Source: an optimization exercise on an open RTL-to-GDS flow (aim: small area, a short achievable clock period and few clock cycles per item). Production flows keep margins and buffers that such runs may drop. Function not checked in this run: the RTL went through the layout flow alone. Power is estimated from default activity; no workload was simulated.

===== run.sh =====
#!/bin/bash
# synth_recipe.tcl (not shown) runs the flow's synth.tcl, then flattens the netlist and writes it again
# the make line also repeats each setting of config.mk as NAME=value (left out here)
make -C /OpenROAD-flow-scripts/flow DESIGN_CONFIG=/design/flow/config.mk WORK_HOME=/design/flow/orfs CLKGATE_MAP_FILE= SYNTH_SCRIPT=/design/flow/synth_recipe.tcl finish

===== config.mk =====
export PLATFORM = sky130hd
export DESIGN_NAME = stripe_pq
export DESIGN_NICKNAME = stripe_pq
export VERILOG_FILES = /design/flow/design.v
export SDC_FILE = /design/flow/constraint.sdc
export NUM_CORES = 4
export LEC_CHECK = 0
export CAP_MARGIN = 20
export CORE_MARGIN = 2
export CORE_UTILIZATION = 25
export PLACE_DENSITY = 0.35
export SLEW_MARGIN = 20

===== constraint.sdc =====
create_clock -name core_clock -period 10.0 [get_ports {clk}]
set_input_delay 2.0000 -clock core_clock [delete_from_list [all_inputs] [get_ports {clk}]]
set_output_delay 2.0000 -clock core_clock [all_outputs]
set_load 0.01 [all_outputs]

===== design.v =====
module stripe_pq (
  input  wire        clk,
  input  wire        rst,
  input  wire        in_valid,
  output wire        in_ready,
  input  wire [63:0] in_data,
  input  wire [5:0]  cfg_n,        
  input  wire [4:0]  cfg_ppos,     
  input  wire [1:0]  cfg_nlost,    
  input  wire [4:0]  cfg_lost0,
  input  wire [4:0]  cfg_lost1,
  output wire        out_valid,
  input  wire        out_ready,
  output wire [63:0] out_a,
  output wire [63:0] out_b
);
  function automatic [7:0] gf_mul(input [7:0] a, input [7:0] b);
    integer i;
    reg [7:0] p, aa;
    begin
      p  = 8'h00;
      aa = a;
      for (i = 0; i < 8; i = i + 1) begin
        if (b[i]) p = p ^ aa;
        aa = {aa[6:0], 1'b0} ^ (aa[7] ? 8'h1D : 8'h00);
      end
      gf_mul = p;
    end
  endfunction
  function automatic [7:0] gf_x(input [7:0] a);        
    gf_x = {a[6:0], 1'b0} ^ (a[7] ? 8'h1D : 8'h00);
  endfunction
  function automatic [7:0] gf_xi(input [7:0] a);       
    gf_xi = {1'b0, a[7:1]} ^ (a[0] ? 8'h8E : 8'h00);
  endfunction
  function automatic [63:0] gf_x8(input [63:0] w);
    integer i;
    begin
      for (i = 0; i < 8; i = i + 1) gf_x8[8*i +: 8] = gf_x(w[8*i +: 8]);
    end
  endfunction
  function automatic [63:0] gf_xi8(input [63:0] w);
    integer i;
    begin
      for (i = 0; i < 8; i = i + 1) gf_xi8[8*i +: 8] = gf_xi(w[8*i +: 8]);
    end
  endfunction
  function automatic [63:0] gf_mul8(input [63:0] w, input [7:0] c);
    integer i;
    begin
      for (i = 0; i < 8; i = i + 1) gf_mul8[8*i +: 8] = gf_mul(w[8*i +: 8], c);
    end
  endfunction
  function automatic [7:0] tp(input [4:0] d);
    begin
      case (d)
      5'd1:  tp = 8'hf5;  5'd2:  tp = 8'ha6;  5'd3:  tp = 8'h9c;  5'd4:  tp = 8'h73;
      5'd5:  tp = 8'hec;  5'd6:  tp = 8'h5e;  5'd7:  tp = 8'h55;  5'd8:  tp = 8'ha1;
      5'd9:  tp = 8'ha8;  5'd10: tp = 8'hfa;  5'd11: tp = 8'h75;  5'd12: tp = 8'h84;
      5'd13: tp = 8'he5;  5'd14: tp = 8'hc1;  5'd15: tp = 8'h8b;  5'd16: tp = 8'h66;
      5'd17: tp = 8'hdd;  5'd18: tp = 8'h27;  5'd19: tp = 8'h62;  5'd20: tp = 8'hf3;
      5'd21: tp = 8'he8;  5'd22: tp = 8'hb5;  5'd23: tp = 8'hd3;  5'd24: tp = 8'h03;
      5'd25: tp = 8'h8f;  5'd26: tp = 8'hbb;  5'd27: tp = 8'hab;  5'd28: tp = 8'hdf;
      5'd29: tp = 8'h88;  5'd30: tp = 8'h56;  5'd31: tp = 8'h58;
      default: tp = 8'h00;
      endcase
    end
  endfunction
  reg  [4:0]  apos;          
  reg  [5:0]  an;            
  reg         ov;            
  reg         s2;            
  reg         full;          
  wire in_rdy = (apos != 5'd0) || (!ov && !s2);
  wire fire   = in_valid && in_rdy;
  assign in_ready = in_rdy;
  reg  [63:0] in_r;
  reg         v_r;
  reg  [4:0]  pos_r;
  reg         last_r;
  reg  [5:0]  jn;
  reg  [4:0]  jp, jl0, jl1;
  reg  [1:0]  jnl;
  wire a_last = (apos != 5'd0) && ({1'b0, apos} + 6'd1 == an);
  always @(posedge clk) begin
    in_r <= in_data;
    if (rst) begin
      apos <= 5'd0;
      v_r  <= 1'b0;
    end else begin
      v_r <= fire;
      if (fire) begin
        apos <= a_last ? 5'd0 : apos + 5'd1;
        if (apos == 5'd0) an <= cfg_n;
      end
    end
    if (fire) begin
      pos_r  <= apos;
      last_r <= a_last;
      if (apos == 5'd0) begin
        jn  <= cfg_n;
        jp  <= cfg_ppos;
        jnl <= cfg_nlost;
        jl0 <= cfg_lost0;
        jl1 <= cfg_lost1;
      end
    end
  end
  wire jp_last = ({1'b0, jp} + 6'd1 == jn);          
  wire first   = (pos_r == 5'd0);
  wire is_p    = (pos_r == jp);
  wire is_q    = ({1'b0, pos_r} == {1'b0, jp} + 6'd1) || (first && jp_last);
  wire is_d    = !is_p && !is_q;
  wire is_l0   = (jnl != 2'd0) && (pos_r == jl0);
  wire is_l1   = (jnl == 2'd2) && (pos_r == jl1);
  wire lost    = is_l0 || is_l1;
  wire l0_q    = ({1'b0, jl0} == {1'b0, jp} + 6'd1) || (jl0 == 5'd0 && jp_last);
  wire l1_q    = ({1'b0, jl1} == {1'b0, jp} + 6'd1);
  wire qlost   = ((jnl != 2'd0) && l0_q) || ((jnl == 2'd2) && l1_q);
  reg  [63:0] sp, z, res_a, res_b;
  reg  [7:0]  pw, cq, al, be, al_h;
  reg  [4:0]  cnt;
  reg         l0d;
  reg  [3:0]  jf, jf_h;      
  wire step1 = full && !ov && !s2;
  wire [63:0] m_x = step1 ? z : s2 ? res_b : in_r;
  wire [7:0]  m_c = step1 ? be : s2 ? al_h : cq;
  wire [63:0] m_o = gf_mul8(m_x, m_c);
  wire [63:0] sp_b = first ? 64'd0 : sp;
  wire [63:0] z_b  = first ? 64'd0 : z;
  wire [63:0] z_h  = is_d ? gf_xi8(z_b) : z_b;
  wire [63:0] z_in = lost ? 64'd0 :
                     is_d ? in_r :
                     is_q ? (pos_r[4:1] == 4'd0 ? gf_x8(in_r) : m_o) :
                     64'd0;
  wire [7:0] pw_c = first ? 8'h01 : pw;
  wire [7:0] cq_c = first ? 8'h02 : cq;
  wire [7:0] al_c = first ? 8'h00 : al;
  wire [7:0] be_c = first ? 8'h8E : be;
  wire       l0d_c = first ? 1'b0 : l0d;
  wire [7:0] tpv  = tp(cnt);
  reg [3:0] jf_c;
  always @* begin
    case (jnl)
      2'd0: jf_c = 4'b0110;
      2'd1: jf_c = qlost ? 4'b1000 : 4'b0100;
      default:
        if (!qlost) jf_c = (jl0 == jp) ? 4'b1110 : 4'b1011;
        else        jf_c = l1_q ? 4'b0110 : 4'b1001;
    endcase
  end
  always @(posedge clk) begin
    if (v_r) begin
      sp <= sp_b ^ ((is_q || lost) ? 64'd0 : in_r);
      z  <= z_h ^ z_in;
      cq <= is_d ? gf_xi(cq_c) : cq_c;
      pw <= is_d ? gf_x(pw_c) : pw_c;
      l0d <= l0d_c || (is_d && is_l0);
      if (is_d && is_l0) cnt <= 5'd1;
      else if (is_d)     cnt <= cnt + 5'd1;
      if (is_d && lost && !qlost) begin
        be <= (is_l1 && l0d_c) ? tpv : 8'h01;
        al <= (is_l1 && l0d_c) ? tpv : al_c;
      end else begin
        be <= is_d ? gf_x(be_c) : be_c;
        al <= (is_d && lost) ? pw_c : al_c;
      end
      if (last_r) jf <= jf_c;
    end
  end
  wire [63:0] xs = res_a ^ m_o;
  always @(posedge clk) begin
    if (rst) begin
      full <= 1'b0;
      s2   <= 1'b0;
      ov   <= 1'b0;
    end else begin
      full <= (v_r && last_r) || (full && !step1);
      s2   <= step1;
      if (s2)             ov <= 1'b1;
      else if (out_ready) ov <= 1'b0;
    end
    if (step1) begin
      res_a <= m_o;
      res_b <= sp;
      al_h  <= al;
      jf_h  <= jf;
    end else if (s2) begin
      res_a <= (jf_h[3] ? xs : 64'd0) ^ (jf_h[2] ? res_b : 64'd0);
      res_b <= (jf_h[1] ? xs : 64'd0) ^ (jf_h[0] ? res_b : 64'd0);
    end
  end
  assign out_valid = ov;
  assign out_a     = res_a;
  assign out_b     = res_b;
endmodule

==> summary.txt <==
==> worst max-delay path: stages, from the launching register on <==
cell	delay (ns)
dfxtp_4	0.48
buf_4	0.38
nor2b_4	0.80
buf_4	0.62
o311a_2	0.65
buf_4	0.55
nand2_1	0.39
o21a_1	0.33
xnor3_1	0.41
xor2_1	0.38
nand2_1	0.16
a221oi_1	0.26
nor3_1	0.09
==> logic make-up after synthesis <==
| kind of cell | count (synthesis) |
|---|---|
| xor gates and xnor gates | 830 |
| adders and majority gates | 11 |
| muxes | 83 |
| and+or+nand+nor | 1691 |
| DFF | 426 |
| AOI/OAI and AO/OA | 965 |
| buffers and inverters | 433 |
==> registers in the layout (all words and copies together), names as in the netlist, 2 cells and up <==
register,cells
al_h,8
pos_r,5
an,6
cq,8
jnl,2
al,8
sp,64
z,64
be,8
jn,6
jf_h,4
res_b,64
jp,5
cnt,5
jf,4
apos,5
in_r,64
jl0,5
jl1,5
pw,8
res_a,64
tpv,8
==> through the flow <==
step	total power [mW]	hold slack (ns)	cells	worst slack, ns	util (%)
floorplan	4.95	0.400	4439	3.39	-
global route	8.82	0.449	6493	3.91	29.2
global placement	6.12	0.416	6386	4.23	27.9
CTS	8.49	0.423	6493	4.10	29.2
finish	8.42	0.429	6494	4.12	29.2
detailed placement	6.12	0.410	6386	4.13	27.9
==> power by group through the flow <==
stage	logic, mW	registers [mW]	clock network [mW]
detailed placement	3.74	2.38	0
CTS	3.76	2.34	2.39
finish	3.75	2.34	2.32
global placement	3.74	2.38	0
floorplan	2.67	2.29	0
global route	4.04	2.35	2.43
==> routing by layer <==
layer | part of all wire [%] | up-vias | global-route usage, % | wire [um]
met5 | 0.0075 | - | 0 | 14
met2 | 46 | 1110 | 37.1 | 84900
met3 | 5.1 | 218 | 2.66 | 9400
met4 | 3.4 | 2 | 7.29 | 6280
met1 | 46 | 17100 | 32.2 | 85400
li1 | - | 15700 | - | -
==> cell type report <==
cell class | instances | share of cell area (%)
clock buffers | 84 | 4.15
diodes | 1 | 0.00570
multi-input cells | 3580 | 55.1
flip-flops and latches | 426 | 27.3
repair buffers | 315 | 6.67
inverters | 49 | 0.430
clock inverters | 23 | 0.570
well taps | 2016 | 5.75
==> synthesized netlist by cell type, types with 12 or more instances <==
| library cell | number |
|---|---|
| a211o_1 | 12 |
| a211oi_1 | 61 |
| a21o_1 | 18 |
| a21oi_1 | 245 |
| a221o_1 | 19 |
| a221oi_1 | 12 |
| a222oi_1 | 20 |
| a22oi_1 | 30 |
| a311o_1 | 26 |
| a31oi_1 | 53 |
| a41oi_1 | 14 |
| and2_1 | 50 |
| and3_1 | 31 |
| buf_1 | 35 |
| buf_2 | 112 |
| buf_4 | 26 |
| buf_6 | 14 |
| clkbuf_1 | 194 |
| dfxtp_1 | 81 |
| edfxtp_1 | 345 |
| inv_1 | 46 |
| mux2_2 | 19 |
| mux2i_1 | 61 |
| nand2_1 | 773 |
| nand2b_1 | 43 |
| nand3_1 | 125 |
| nand4_1 | 44 |
| nand4bb_1 | 26 |
| nor2_1 | 401 |
| nor3_1 | 67 |
| nor4bb_1 | 24 |
| o2111ai_1 | 12 |
| o211ai_1 | 57 |
| o21ai_0 | 218 |
| o221ai_1 | 13 |
| o22ai_1 | 32 |
| o311a_1 | 18 |
| or2_2 | 17 |
| or3_1 | 22 |
| xnor2_1 | 476 |
| xnor2_2 | 25 |
| xnor3_1 | 60 |
| xor2_1 | 250 |
==> worst paths after layout <==
| path | from | endpoint | slack [ns] | cells after the start |
|---|---|---|---|---|
| setup reg to reg | ov$_SDFFE_PP0P_ | res_a[20]$_DFFE_PP_ | 4.12 | 12 |
| hold reg to reg | jf[1]$_DFFE_PP_ | jf_h[1]$_DFFE_PP_ | 0.43 | 0 |
| setup / recovery | ov$_SDFFE_PP0P_ | res_a[20]$_DFFE_PP_ | 4.12 | 12 |
| hold / removal | jf[1]$_DFFE_PP_ | jf_h[1]$_DFFE_PP_ | 0.43 | 0 |
==> reports/qor.txt <==
Area after DPL -> 0.0418 sq mm
Vias in the first global route -> 32,200
WP data required -> 10.43 ns
Top cells by area, synth -> edfxtp_1 (27%), xnor2_1 (11%), nand2_1 (7.7%)
First-pass GRT wire length -> 259,000 um
Unrepaired setup endpoints after global routing -> false
Post-Synth Adder-Cell Area -> 0.363%
CP Data Arrival Time -> 6.30 ns
Final Setup Violations -> 0
Die Ht -> 393 um
Depth of the CTS H-tree -> 2
Crit-path max FO -> 42
Fin crit period -> 5.88 ns
Share of the synthesized area in the top cell type -> 27.3%
Wire per inst -> 28.6 um
Status -> finished clean
Worst skew pair latency -> 0.69 ns
Layout area overhead -> 15.8%
Register area share after synthesis -> 31.6%
Final nets -> 4,532
Combinational family with the most area after synthesis -> XOR/XNOR gates
Post-cts sizing count -> 0
Post-synthesis compound-gate area fraction -> 17.6%
Post-synthesis mux area share -> 2.29%
Cell count after synthesis -> 4,439
GRT Total Usage -> 23.1%
Core area -> 0.150 sq mm
Fill count -> 15,900
Port bufs -> 220
DRC -> 0
Internal power -> 5.06 mW
Sw Ratio -> 39.9%
Antenna-violating nets left -> 0
Num rows -> 142
Commonest register cell after synthesis -> edfxtp_1
Design Area, Final -> 0.0439 sq mm
Post-Route WL -> 186,000 um
Least-Margin Pin Slew -> 1.12 ns
Worst rel slew slack -> 25.0%
Fmax -> 0.170 GHz
Commonest non-fill, non-tap cell in the layout -> nand2_1
Setup tns final -> 0 ns
Worst hold path class -> flop to flop
DIE AREA -> 0.155 sq mm
CTS tree -> yes
Flop pwr share -> 27.8%
Initial antenna violation count -> 7
Commonest non-fill, non-tap cells in the layout -> nand2_1 (770), xnor2_1 (476), nor2_1 (394)
Placed wire-length estimate -> 127,000 um
Switching power -> 3.36 mW
EDFF count, synth -> 345
Syn_area_per_cell -> 8.54 sq um
Cell variety after synth -> 101
Post-synthesis xor/xnor area fraction -> 22.6%
WS Path Type -> flop to flop
Flip-flop and latch area -> 0.0120 sq mm
Hold-fix buffers, CTS -> 0
Final hold vios -> 0
CTS Sinks -> 426
TritonCTS Buffers -> 58
Max cap viols -> 0
1st-iter DRT viols -> 3,313
Max clock buf depth -> 3
Startpoint Class -> flop
Simple-Gate Fraction of Synth Area -> 20.4%
Setup bufs post-CTS -> 0
CTS Root Buffer Type -> clkbuf_16
Starting Density -> 25.2%
Multi-input gate area -> 0.0242 sq mm
Worst VDD drop -> 0.134 mV
Leakage -> 16.1 nW
Synth Warn # -> 1
FFs w/ async S/R, synth -> 0%
GPL Wtd Cong -> 0.853
Worst Skew -> 0.0348 ns
First drt pass iteration count -> 8
Via count -> 34,100
Max-slew violation count -> 0
Share of cells above drive strength 1 -> 7.44%
Die span in x -> 393 um
Clock Power Share -> 27.6%
PD cells -> 192 mW/mm^2
Top cell type by total area after synthesis -> edfxtp_1
Post-Syn Nets -> 4,541
Via-per-instance ratio -> 5.25
Syn Std Cell Area -> 0.0379 sq mm
Clock slew at reported path FFs -> 0.06 ns
Ports -> 221
Grt ovf -> 0
Register bit total from synthesis -> 426
Comb power frac -> 44.6%
Crit share post-route -> 58.8%
Largest net degree at the start of global routing -> 126
Endpoint class of the critical path -> flop

port drivers added, routing unchanged:
The results above use ideal ports. As a check the final layout listed here was re-extracted and re-timed, cells and wires unchanged.
Step 1 sets driving cells, clkbuf_16 on the clock port and buf_2 on the other inputs (assumed; they add their load-dependent delay and slew).
Step 2 adds t to the input delays and takes it off the output delays; t is the mean of the earliest and latest rising clock arrival at the registers after step 1. Input paths then give back, and output paths get back, about the clock's delay inside the block.
a / b / c = no drivers / after step 1 / after step 2; a / b = the first two.
shift t [ns]: 0.759
slack for setup (ns): 4.122 / 4.122 / 4.122
worst setup path after step 2: register to register
worst register clock-pin slew, ns: 0.07 / 0.07
worst slew at a driven data input, ns: 0.10
After both steps this run still meets setup and hold. The setup slack of this run moves by 0.000 ns with the drivers and by 0.000 ns with both steps.
